From an optimization exercise on the open Yosys and OpenROAD flow, aimed at small area, a short achievable clock period and few clock cycles per item; shortcuts taken in it are not production practice. RTL that was checked went through simulation tests only; none was proved equivalent to the original.

Setup of v3:
==> flow/design.v (excerpt) <==
module sha256_engine (
    input  wire         clk,
    input  wire         rst,
    input  wire         in_valid,
    output wire         in_ready,
    input  wire         first,
    input  wire [511:0] block,       
    output reg          out_valid,
    output wire [255:0] digest       
);
Size in the first run: about 6000 cells after synthesis, about 1100 flip-flops, about 770 I/O pins.
Settings: LEC_CHECK=0, CAP_MARGIN=20, CORE_MARGIN=2, CORE_UTILIZATION=40, SLEW_MARGIN=20; clock period 10.0 ns.
standard.sh (not shown) runs the stock make flow with config.mk's settings and CLKGATE_MAP_FILE= SYNTH_SCRIPT=/design/flow/synth_recipe.tcl, a recipe that flattens the netlist after the stock synthesis.
==> flow/flow/run.sh <==
#!/bin/bash
# The standard layout, with repair aiming for more setup slack and with port buffers
# of the smallest buffer cell. Each tool's output is in orfs/logs; make's in standard.log.
set -euo pipefail
export SETUP_SLACK_MARGIN=6
export BUFFER_PORTS_ARGS="-buffer_cell sky130_fd_sc_hd__buf_1"
bash standard.sh > standard.log 2>&1
#### Input delta (v1 over v3)
# v3
export LEC_CHECK = 0
export CAP_MARGIN = 20
export CORE_MARGIN = 2
export CORE_UTILIZATION = 40
export SLEW_MARGIN = 20
create_clock -name core_clock -period 10.0 [get_ports {clk}]
# v1
export LEC_CHECK = 0
export CAP_MARGIN = 20
export CORE_MARGIN = 2
export CORE_UTILIZATION = 40
export SETUP_SLACK_MARGIN = 5
export SLEW_MARGIN = 20
create_clock -name core_clock -period 10.0 [get_ports {clk}]
==> flow/run.sh (new file) <==
#!/bin/bash
# synth_recipe.tcl (not shown) runs the flow's synth.tcl, then flattens the netlist and writes it again
# the make line also repeats each setting of config.mk as NAME=value (left out here)
make -C /OpenROAD-flow-scripts/flow DESIGN_CONFIG=/design/flow/config.mk WORK_HOME=/design/flow/orfs CLKGATE_MAP_FILE= SYNTH_SCRIPT=/design/flow/synth_recipe.tcl finish
removed: flow/flow/run.sh
removed: flow/standard.sh
==> comparison <==
Total placed instance area (v3 / v1): 0.935
v1 vs v3, critical path startpoint: h_q[224]$_SDFFCE_PN1P_ vs f62$_SDFF_PP0_
From v3 to v1, number of unique standard cell types used by synthesis did not move at all.
Ratio of final minimum period to clock period on v1 is up relative to v3.
The wire length of v1 falls short of that of v3 by about 0.7%.
No functional check of the RTL was part of any run of this note.

Setup of run 1:
sha256_engine, a different RTL version from the one above (not shown whole).
Size in the first run: about 8200 cells after synthesis, ~770 I/O pins.
// sha256_engine
module sha256_engine (
    input  wire         clk,
    input  wire         rst,
    input  wire         in_valid,
    output wire         in_ready,
    input  wire         first,
    input  wire [511:0] block,       
    output reg          out_valid,
    output wire [255:0] digest       
);
==> flow/config.mk <==
export PLATFORM = sky130hd
export DESIGN_NAME = sha256_engine
export DESIGN_NICKNAME = sha256_engine
export VERILOG_FILES = /design/flow/design.v
export SDC_FILE = /design/flow/constraint.sdc
export NUM_CORES = 4
export LEC_CHECK = 0
export ABC_AREA = 1
export CAP_MARGIN = 20
export CORE_MARGIN = 2
export CORE_UTILIZATION = 40
export SLEW_MARGIN = 20
==> flow/constraint.sdc <==
create_clock -name core_clock -period 10.0 [get_ports {clk}]
set_input_delay 2.0000 -clock core_clock [delete_from_list [all_inputs] [get_ports {clk}]]
set_output_delay 2.0000 -clock core_clock [all_outputs]
set_load 0.01 [all_outputs]
==> flow/flow/run.sh <==
#!/bin/bash
set -euo pipefail
export SETUP_SLACK_MARGIN=6.2
export BUFFER_PORTS_ARGS="-buffer_cell sky130_fd_sc_hd__buf_1"
bash standard.sh > standard.log 2>&1
Run 1 reached the end of the flow, and the finished layout is clean on the timing, design-rule and antenna checks.
Testbench counts of run 1, summed over its fixed seeds: cycles 81,944, blocks 1,280.
Input changes introduced in run 2 (baseline for comparison: run 1):
==> flow/flow/run.sh <==
#!/bin/bash
set -euo pipefail
export SETUP_SLACK_MARGIN=5.8
export BUFFER_PORTS_ARGS="-buffer_cell sky130_fd_sc_hd__buf_1"
bash standard.sh > standard.log 2>&1
Findings:
Run 2 finished end to end and its layout was clean on timing, DRC and antenna.
Routed wire length came out lower on run 2 than on run 1.
Compared with run 1, run 2 ends up with a smaller final cell area.
Per the comparison of run 2 with run 1, first-iteration DRC count has decreased; post-synthesis to final-layout area growth shows a reduction of 10 points; count of clock-buffer cells in the layout -about 5%; data required time at the worst endpoint now sits lower; first-pass GRT wire length went down 4.5%.
STATUS minimum clock period after layout: run 2 loses against run 1
[compare] base=run 1 new=run 2: met3 layer usage reported by global route went down by 0.43 points, final net count saw a decrease.
#### Input delta (run 3 over run 2)
==> flow/flow/run.sh <==
#!/bin/bash
set -euo pipefail
export SETUP_SLACK_MARGIN=6
export BUFFER_PORTS_ARGS="-buffer_cell sky130_fd_sc_hd__buf_1"
bash standard.sh > standard.log 2>&1
[summary]
Clock skew in run 3 is 13 ps below run 2.
Re count of fill cells added during filler insertion: run 3 and run 2 aren't equal, and the higher value belongs to run 2.
Summary: hold slack, run 3 worse than run 2
Compared run 2 against run 3; global-route usage within noise.
Synthesis-to-finish area growth: higher on run 3
Run 3 -> run 2: number of ordinary inverters in the final layout flat
Run 3: wire length about 1.6% above run 2
Post-place setup slack: higher on run 2
What run 4 does differently from run 3 at the input level:
- PLACE_DENSITY newly set to 0.75
==> flow/flow/run.sh <==
#!/bin/bash
set -euo pipefail
export SETUP_SLACK_MARGIN=6.4
export BUFFER_PORTS_ARGS="-buffer_cell sky130_fd_sc_hd__buf_1"
bash standard.sh > standard.log 2>&1
==> run summary <==
- The final layout from run 4, which completed every stage, passed the timing, design-rule and antenna checks at the end of the flow.
- Run 4 vs. run 3: count of clock-buffer cells in the layout lost 14%, detailed-route DRC error count neither gained nor lost much, non-clock buffer count picked up an extra 142, standard cell area after detailed placement picked up an extra 0.48%.
- From run 3 to run 4, sequential cell count of the final layout did not move at all.
- Antenna diode count, run 3 and run 4: larger value in run 4
- From run 3 to run 4 the numbers moved as follows: met2 routed wirelength up 7.0%, wire length on met1 has decreased, slack of the critical path decreased by 200 ps relative to the old numbers.
--- input diff run 4..run 5 ---
==> flow/flow/run.sh <==
#!/bin/bash
set -euo pipefail
export SETUP_SLACK_MARGIN=6
export BUFFER_PORTS_ARGS="-buffer_cell sky130_fd_sc_hd__buf_1"
bash standard.sh > standard.log 2>&1
Results
- A endpoint of the most critical setup path of h_q[243] is what run 5 shows, while h_q[235] belongs to run 4.
- Summary of run 5 over run 4: layout cell share with drive strength beyond 1 fell 7.5 points, cell count went down by about 1.6%, worst setup slack lower.
## Diff of input files: run 6 against run 5
- CTS_CLUSTER_DIAMETER now 60, previously not set
- CTS_CLUSTER_SIZE now 30, previously not set
### Flow results
Final wirelength delta (run 5 -> run 6): insignificant
No stage failed in run 6, and the final checks on the layout all came back clean.
Compared to run 5, run 6 leaves more free space in the core.
The count of fill cells added during filler insertion of run 6 falls short of that of run 5 by about 0.4%.

sha256_engine, a different RTL version from the one above (not shown whole).
Size: about 1,000 flip-flops.
==> flow/config.mk <==
export PLATFORM = sky130hd
export DESIGN_NAME = sha256_engine
export DESIGN_NICKNAME = sha256_engine
export VERILOG_FILES = /design/flow/design.v
export SDC_FILE = /design/flow/constraint.sdc
export NUM_CORES = 4
export LEC_CHECK = 0
export CAP_MARGIN = 20
export CORE_MARGIN = 2
export CORE_UTILIZATION = 40
export SETUP_SLACK_MARGIN = 5
export SLEW_MARGIN = 20
==> flow/constraint.sdc <==
create_clock -name core_clock -period 10.0 [get_ports {clk}]
set_input_delay 2.0000 -clock core_clock [delete_from_list [all_inputs] [get_ports {clk}]]
set_output_delay 2.0000 -clock core_clock [all_outputs]
set_load 0.01 [all_outputs]
==> flow/flow/run.sh <==
#!/bin/bash
# The standard layout, with port buffers of the smallest buffer cell.
# Each tool's output is in orfs/logs; make's in standard.log.
set -euo pipefail
export BUFFER_PORTS_ARGS="-buffer_cell sky130_fd_sc_hd__buf_1"
bash standard.sh > standard.log 2>&1
Change:
==> flow/flow/run.sh (replaced) <==
#!/bin/bash
set -euo pipefail
export SETUP_SLACK_MARGIN=6.4
export BUFFER_PORTS_ARGS="-buffer_cell sky130_fd_sc_hd__buf_1"
bash standard.sh > standard.log 2>&1
ABC_AREA = 1   (was default)
SETUP_SLACK_MARGIN = default   (was 5)
Maximum frequency rose by 19%.
Critical path depth came out higher by 8.
Worst hold slack degrades by 0.018 ns.
Clock-buffer cell count fell by 10.
Final area came out higher by 13%.
Sequential share of layout area shrinks by 3.8 points.
Core utilization climbs by 5.0 points.
Via count rises by 24%.
Wire length climbs by 19%.
No run of this note included a check of the RTL's function; only the layout flow was run.

The RTL this note starts from:
==> flow/design.v <==
module sha256_engine (
    input  wire         clk,
    input  wire         rst,
    input  wire         in_valid,
    output wire         in_ready,
    input  wire         first,
    input  wire [511:0] block,       
    output reg          out_valid,
    output wire [255:0] digest       
);
    localparam [255:0] IV = {32'h6a09e667, 32'hbb67ae85, 32'h3c6ef372, 32'ha54ff53a,
                             32'h510e527f, 32'h9b05688c, 32'h1f83d9ab, 32'h5be0cd19};
    localparam [2047:0] KR = {
        32'hb5c0fbcf, 32'he9b5dba5, 32'h3956c25b, 32'h59f111f1, 32'h923f82a4, 32'hab1c5ed5, 32'hd807aa98, 32'h12835b01,
        32'h243185be, 32'h550c7dc3, 32'h72be5d74, 32'h80deb1fe, 32'h9bdc06a7, 32'hc19bf174, 32'he49b69c1, 32'hefbe4786,
        32'h0fc19dc6, 32'h240ca1cc, 32'h2de92c6f, 32'h4a7484aa, 32'h5cb0a9dc, 32'h76f988da, 32'h983e5152, 32'ha831c66d,
        32'hb00327c8, 32'hbf597fc7, 32'hc6e00bf3, 32'hd5a79147, 32'h06ca6351, 32'h14292967, 32'h27b70a85, 32'h2e1b2138,
        32'h4d2c6dfc, 32'h53380d13, 32'h650a7354, 32'h766a0abb, 32'h81c2c92e, 32'h92722c85, 32'ha2bfe8a1, 32'ha81a664b,
        32'hc24b8b70, 32'hc76c51a3, 32'hd192e819, 32'hd6990624, 32'hf40e3585, 32'h106aa070, 32'h19a4c116, 32'h1e376c08,
        32'h2748774c, 32'h34b0bcb5, 32'h391c0cb3, 32'h4ed8aa4a, 32'h5b9cca4f, 32'h682e6ff3, 32'h748f82ee, 32'h78a5636f,
        32'h84c87814, 32'h8cc70208, 32'h90befffa, 32'ha4506ceb, 32'hbef9a3f7, 32'hc67178f2, 32'h428a2f98, 32'h71374491};
    function [31:0] rotr;
        input [31:0] x;
        input integer n;
        rotr = (x >> n) | (x << (32 - n));
    endfunction
    function [31:0] maj3;
        input [31:0] x, y, z;
        maj3 = (x & y) | (x & z) | (y & z);
    endfunction
    function [31:0] add32;
        input [31:0] x, y;
        reg   [31:0] gg, pp, gn, pn;
        integer i, k;
        begin
            gg = x & y;
            pp = x ^ y;
            for (k = 1; k < 32; k = k * 2) begin
                gn = gg;
                pn = pp;
                for (i = k; i < 32; i = i + 1) begin
                    gn[i] = gg[i] | (pp[i] & gg[i-k]);
                    pn[i] = pp[i] & pp[i-k];
                end
                gg = gn;
                pp = pn;
            end
            add32 = x ^ y ^ {gg[30:0], 1'b0};
        end
    endfunction
    function [31:0] add32s;
        input [31:0] x, y;
        reg   [31:0] gg, pp;
        integer i, k;
        begin
            gg = x & y;
            pp = x ^ y;
            for (k = 1; k < 32; k = k * 2)
                for (i = 2*k - 1; i < 32; i = i + 2*k) begin
                    gg[i] = gg[i] | (pp[i] & gg[i-k]);
                    pp[i] = pp[i] & pp[i-k];
                end
            for (k = 8; k >= 1; k = k / 2)
                for (i = 3*k - 1; i < 32; i = i + 2*k) begin
                    gg[i] = gg[i] | (pp[i] & gg[i-k]);
                    pp[i] = pp[i] & pp[i-k];
                end
            add32s = x ^ y ^ {gg[30:0], 1'b0};
        end
    endfunction
    function [63:0] csa;
        input [31:0] x, y, z;
        csa = {maj3(x, y, z) << 1, x ^ y ^ z};
    endfunction
    reg          busy;                 
    reg          prep;                 
    reg          pend;                 
    reg          fq;                   
    reg          hiv;                  
    reg          f0;                   
    reg          liv_q, xfer_q;        
    reg          ivc;                  
    reg          rdy;
    reg  [5:0]   r;                    
    reg          f61, f62, f63;        
    reg  [31:0]  k_q;                  
    reg  [255:0] h_q;                  
    reg  [31:0]  a, b, c, d, e, f, g, h;
    reg  [31:0]  x_q;                  
    reg  [31:0]  w [0:15];             
    assign in_ready = rdy;
    assign digest   = h_q;
    wire idle = ~busy & ~prep;
    wire r62  = f62;
    wire last = f63;
    wire [255:0] hs = h_q;
    wire [31:0] H0 = hs[255:224], H1 = hs[223:192], H2 = hs[191:160], H3 = hs[159:128];
    wire [31:0] H4 = hs[127:96],  H5 = hs[95:64],   H6 = hs[63:32],   H7 = hs[31:0];
    wire [31:0] s1   = rotr(e, 6) ^ rotr(e, 11) ^ rotr(e, 25);
    wire [31:0] ch   = (e & f) | (~e & g);
    wire [31:0] s0   = rotr(a, 2) ^ rotr(a, 13) ^ rotr(a, 22);
    wire [31:0] mj   = maj3(a, b, c);
    wire [31:0] z0   = last ? hs[255:224] : 32'd0;
    wire [31:0] z4   = last ? hs[127:96]  : 32'd0;
    wire [63:0] p1   = csa(x_q, s1, ch);                 
    wire [63:0] p2   = csa(s0, mj, z0);                  
    wire [63:0] p3   = csa(p1[31:0], p1[63:32], p2[31:0]);
    wire [63:0] p4   = csa(p3[31:0], p3[63:32], p2[63:32]);
    wire [31:0] a_n  = add32(p4[31:0], p4[63:32]);
    wire [63:0] q1   = csa(p1[31:0], p1[63:32], d);      
    wire [63:0] q2   = csa(q1[31:0], q1[63:32], z4);
    wire [31:0] e_n  = add32(q2[31:0], q2[63:32]);
    wire        r61 = f61;
    wire [31:0] ha  = r61 ? H3 : (r62 ? H2 : H1);
    wire [31:0] he  = r61 ? H7 : (r62 ? H6 : H5);
    wire [31:0] za  = add32s(a, ha);
    wire [31:0] ze  = add32s(e, he);
    wire        xfer    = xfer_q;      
    wire        load_iv = liv_q;       
    wire [31:0] a_in = load_iv ? IV[255:224] : (prep ? h_q[255:224] : a_n);
    wire [31:0] b_in = load_iv ? IV[223:192] : (prep ? h_q[223:192] : (last ? za : a));
    wire [31:0] c_in = load_iv ? IV[191:160] : (xfer ? h_q[191:160] : b);
    wire [31:0] d_in = load_iv ? IV[159:128] : (xfer ? h_q[159:128] : c);
    wire [31:0] e_in = load_iv ? IV[127:96]  : (prep ? h_q[127:96]  : e_n);
    wire [31:0] f_in = load_iv ? IV[95:64]   : (prep ? h_q[95:64]   : (last ? ze : e));
    wire [31:0] g_in = load_iv ? IV[63:32]   : (xfer ? h_q[63:32]   : f);
    wire [31:0] h_in = load_iv ? IV[31:0]    : (xfer ? h_q[31:0]    : g);
    wire [63:0] x1  = csa(k_q, w[0], h_in);
    wire [31:0] x_n = add32(x1[31:0], x1[63:32]);
    wire [31:0] ss0   = rotr(w[1], 7) ^ rotr(w[1], 18) ^ (w[1] >> 3);
    wire [31:0] ss1   = rotr(w[14], 17) ^ rotr(w[14], 19) ^ (w[14] >> 10);
    wire [63:0] m1    = csa(w[0], w[9], ss0);
    wire [63:0] m2    = csa(m1[31:0], m1[63:32], ss1);
    wire [31:0] w_new = add32(m2[31:0], m2[63:32]);
    wire wload  = idle | r62;
    integer i;
    always @(posedge clk) begin
        for (i = 0; i < 15; i = i + 1)
            w[i] <= wload ? block[511 - 32*i -: 32] : w[i+1];
        w[15] <= wload ? block[31:0] : w_new;
        x_q <= x_n;
        k_q <= KR[2047 - 32*r -: 32];
        {a, b, c, d, e, f, g, h} <= {a_in, b_in, c_in, d_in, e_in, f_in, g_in, h_in};
        if ((prep & (fq | ivc)) | (f0 & hiv))
            h_q <= IV;
        if (r61) begin
            h_q[159:128] <= za;
            h_q[31:0]    <= ze;
        end
        if (r62) begin
            h_q[191:160] <= za;
            h_q[63:32]   <= ze;
        end
        if (last) begin
            h_q[255:224] <= a_n;
            h_q[223:192] <= za;
            h_q[127:96]  <= e_n;
            h_q[95:64]   <= ze;
        end
        if (rst) begin
            busy      <= 1'b0;
            prep      <= 1'b0;
            pend      <= 1'b0;
            ivc       <= 1'b1;
            rdy       <= 1'b1;
            r         <= 6'd62;
            f0        <= 1'b0;
            liv_q     <= 1'b0;
            xfer_q    <= 1'b0;
            f61       <= 1'b0;
            f62       <= 1'b0;
            f63       <= 1'b0;
            out_valid <= 1'b0;
        end else begin
            out_valid <= last;
            f0  <= prep | (last & pend);
            liv_q  <= in_valid & ((idle & (first | ivc)) | (r62 & first));
            xfer_q <= (idle & in_valid) | r62;
            f61 <= busy & (r == 6'd60);
            f62 <= f61;
            f63 <= f62;
            if (idle) begin
                if (in_valid) begin
                    prep <= 1'b1;
                    fq   <= first;
                    rdy  <= 1'b0;
                    r    <= 6'd63;
                end
            end
            if (prep) begin
                prep <= 1'b0;
                busy <= 1'b1;
                r    <= 6'd0;
                hiv  <= fq | ivc;
                ivc  <= 1'b0;
            end
            if (busy) begin
                r   <= r + 6'd1;
                rdy <= f61;
                if (r62 & in_valid) begin
                    pend <= 1'b1;
                    fq   <= first;
                end
                if (last) begin
                    pend <= 1'b0;
                    hiv  <= fq;
                    if (!pend) begin
                        busy <= 1'b0;
                        r    <= 6'd62;
                        rdy  <= 1'b1;
                    end
                end
            end
        end
    end
endmodule
Settings: LEC_CHECK=0, ABC_AREA=1, CAP_MARGIN=20, CORE_MARGIN=2, CORE_UTILIZATION=40, SETUP_SLACK_MARGIN=5, SLEW_MARGIN=20; clock period 10.0 ns.
==> flow/flow/run.sh <==
#!/bin/bash
# The standard layout, with port buffers of the smallest buffer cell.
# Each tool's output is in orfs/logs; make's in standard.log.
set -euo pipefail
export BUFFER_PORTS_ARGS="-buffer_cell sky130_fd_sc_hd__buf_1"
bash standard.sh > standard.log 2>&1
Testbench counts at the start, summed over its fixed seeds: cycles 81,944, blocks 1,280.
Rerun with:
--- a/flow/flow/run.sh
+++ b/flow/flow/run.sh
@@ -4,0 +5 @@
+export SETUP_SLACK_MARGIN=6
Settings changed: SETUP_SLACK_MARGIN 5 to default.
- The new run went through all stages and came out clean
- routed wire length is higher by 4.9%
- final area increases by 9.4%
- global-route usage climbs by 1.4 points
- fmax climbs by 16%
- cell count rises by 2.0%
Rerun with:
==> flow/run.sh (new file) <==
#!/bin/bash
# synth_recipe.tcl (not shown) runs the flow's synth.tcl, then flattens the netlist and writes it again
# the make line also repeats each setting of config.mk as NAME=value (left out here)
make -C /OpenROAD-flow-scripts/flow DESIGN_CONFIG=/design/flow/config.mk WORK_HOME=/design/flow/orfs CLKGATE_MAP_FILE= SYNTH_SCRIPT=/design/flow/synth_recipe.tcl finish
Settings changed: ABC_AREA 1 to default, SETUP_SLACK_MARGIN from default to 5.
removed: flow/flow/run.sh
removed: flow/standard.sh
Count of clock-buffer cells in the layout is higher by 5.
Non-clock buffer count went down by 117.
Routed wire length fell by roughly a tenth.
Rerun with:
==> flow/flow/run.sh (new file) <==
#!/bin/bash
set -euo pipefail
export SETUP_SLACK_MARGIN=6
export BUFFER_PORTS_ARGS="-buffer_cell sky130_fd_sc_hd__buf_1"
bash standard.sh > standard.log 2>&1
==> flow/standard.sh (new file) <==
#!/bin/bash
# synth_recipe.tcl (not shown) runs the flow's synth.tcl, then flattens the netlist and writes it again
# the make line also repeats each setting of config.mk as NAME=value (left out here)
make -C /OpenROAD-flow-scripts/flow DESIGN_CONFIG=/design/flow/config.mk WORK_HOME=/design/flow/orfs CLKGATE_MAP_FILE= SYNTH_SCRIPT=/design/flow/synth_recipe.tcl "${@:-finish}"
Settings changed: ABC_AREA from default to 1, PLACE_DENSITY from default to 0.75, SETUP_SLACK_MARGIN 5 to default.
removed: flow/run.sh
What happened: The changed run went through all stages and came out clean. Routed wire length rose by roughly a tenth. Utilization fell by 1.2 points. Register-to-register slack improves by 0.76 ns. Non-clock buffer count rose by 80.

-- static timing again, ports no longer ideal --
No port has a modelled driver above. Below, the same layouts with a new extraction and two added sets of constraints.
Step 1 assumes that a clkbuf_16 drives the clock port and a buf_2 every other input.
Step 2, shift: input delay + t, output delay - t, t = (earliest + latest rising clock arrival at the registers) / 2. This alone moves slack from input paths to output paths.
Three values: no drivers, after step 1, after step 2; two values: the first two.
run | t (ns) | setup WS [ns] | worst hold slack (ns) | latest minus earliest clock arrival (ns) | slew at the worst register clock pin (ns)
v3 | 0.837 | 4.876 / 4.876 / 4.876 | 0.440 / 0.440 / 0.440 | 0.062 / 0.063 | 0.07 / 0.07
v1 | 0.825 | 4.768 / 4.768 / 4.768 | 0.439 / 0.439 / 0.439 | 0.057 / 0.057 | 0.07 / 0.07
run 1 | 0.847 | 5.933 / 5.933 / 5.933 | 0.385 / 0.385 / 0.385 | 0.114 / 0.114 | 0.07 / 0.07
run 2 | 0.822 | 5.804 / 5.804 / 5.804 | 0.419 / 0.419 / 0.419 | 0.105 / 0.105 | 0.08 / 0.08
run 3 | 0.827 | 5.985 / 5.985 / 5.985 | 0.384 / 0.384 / 0.384 | 0.096 / 0.095 | 0.07 / 0.07
run 4 | 0.844 | 5.785 / 5.785 / 5.785 | 0.330 / 0.330 / 0.330 | 0.137 / 0.137 | 0.07 / 0.07
run 5 | 0.846 | 5.744 / 5.744 / 5.744 | 0.391 / 0.391 / 0.391 | 0.114 / 0.114 | 0.07 / 0.07
run 6 | 0.822 | 5.789 / 5.789 / 5.789 | 0.418 / 0.418 / 0.418 | 0.054 / 0.054 | 0.11 / 0.11
the first run of note 3 | 0.817 | 4.881 / 4.881 / 4.881 | 0.440 / 0.440 / 0.440 | 0.095 / 0.095 | 0.07 / 0.07
the second run of note 3 | 0.842 | 5.712 / 5.712 / 5.712 | 0.421 / 0.421 / 0.421 | 0.061 / 0.061 | 0.07 / 0.07
the first run of note 4 | 0.815 | 5.093 / 5.093 / 5.093 | 0.392 / 0.392 / 0.392 | 0.078 / 0.078 | 0.07 / 0.07
the second run of note 4 | 0.832 | 5.758 / 5.758 / 5.758 | 0.392 / 0.392 / 0.392 | 0.104 / 0.104 | 0.07 / 0.07
the third run of note 4 | 0.845 | 4.982 / 4.982 / 4.982 | 0.382 / 0.382 / 0.382 | 0.072 / 0.072 | 0.07 / 0.07
the fourth run of note 4 | 0.846 | 5.741 / 5.741 / 5.741 | 0.361 / 0.361 / 0.361 | 0.121 / 0.121 | 0.07 / 0.07
After both steps every run listed still meets setup and hold.
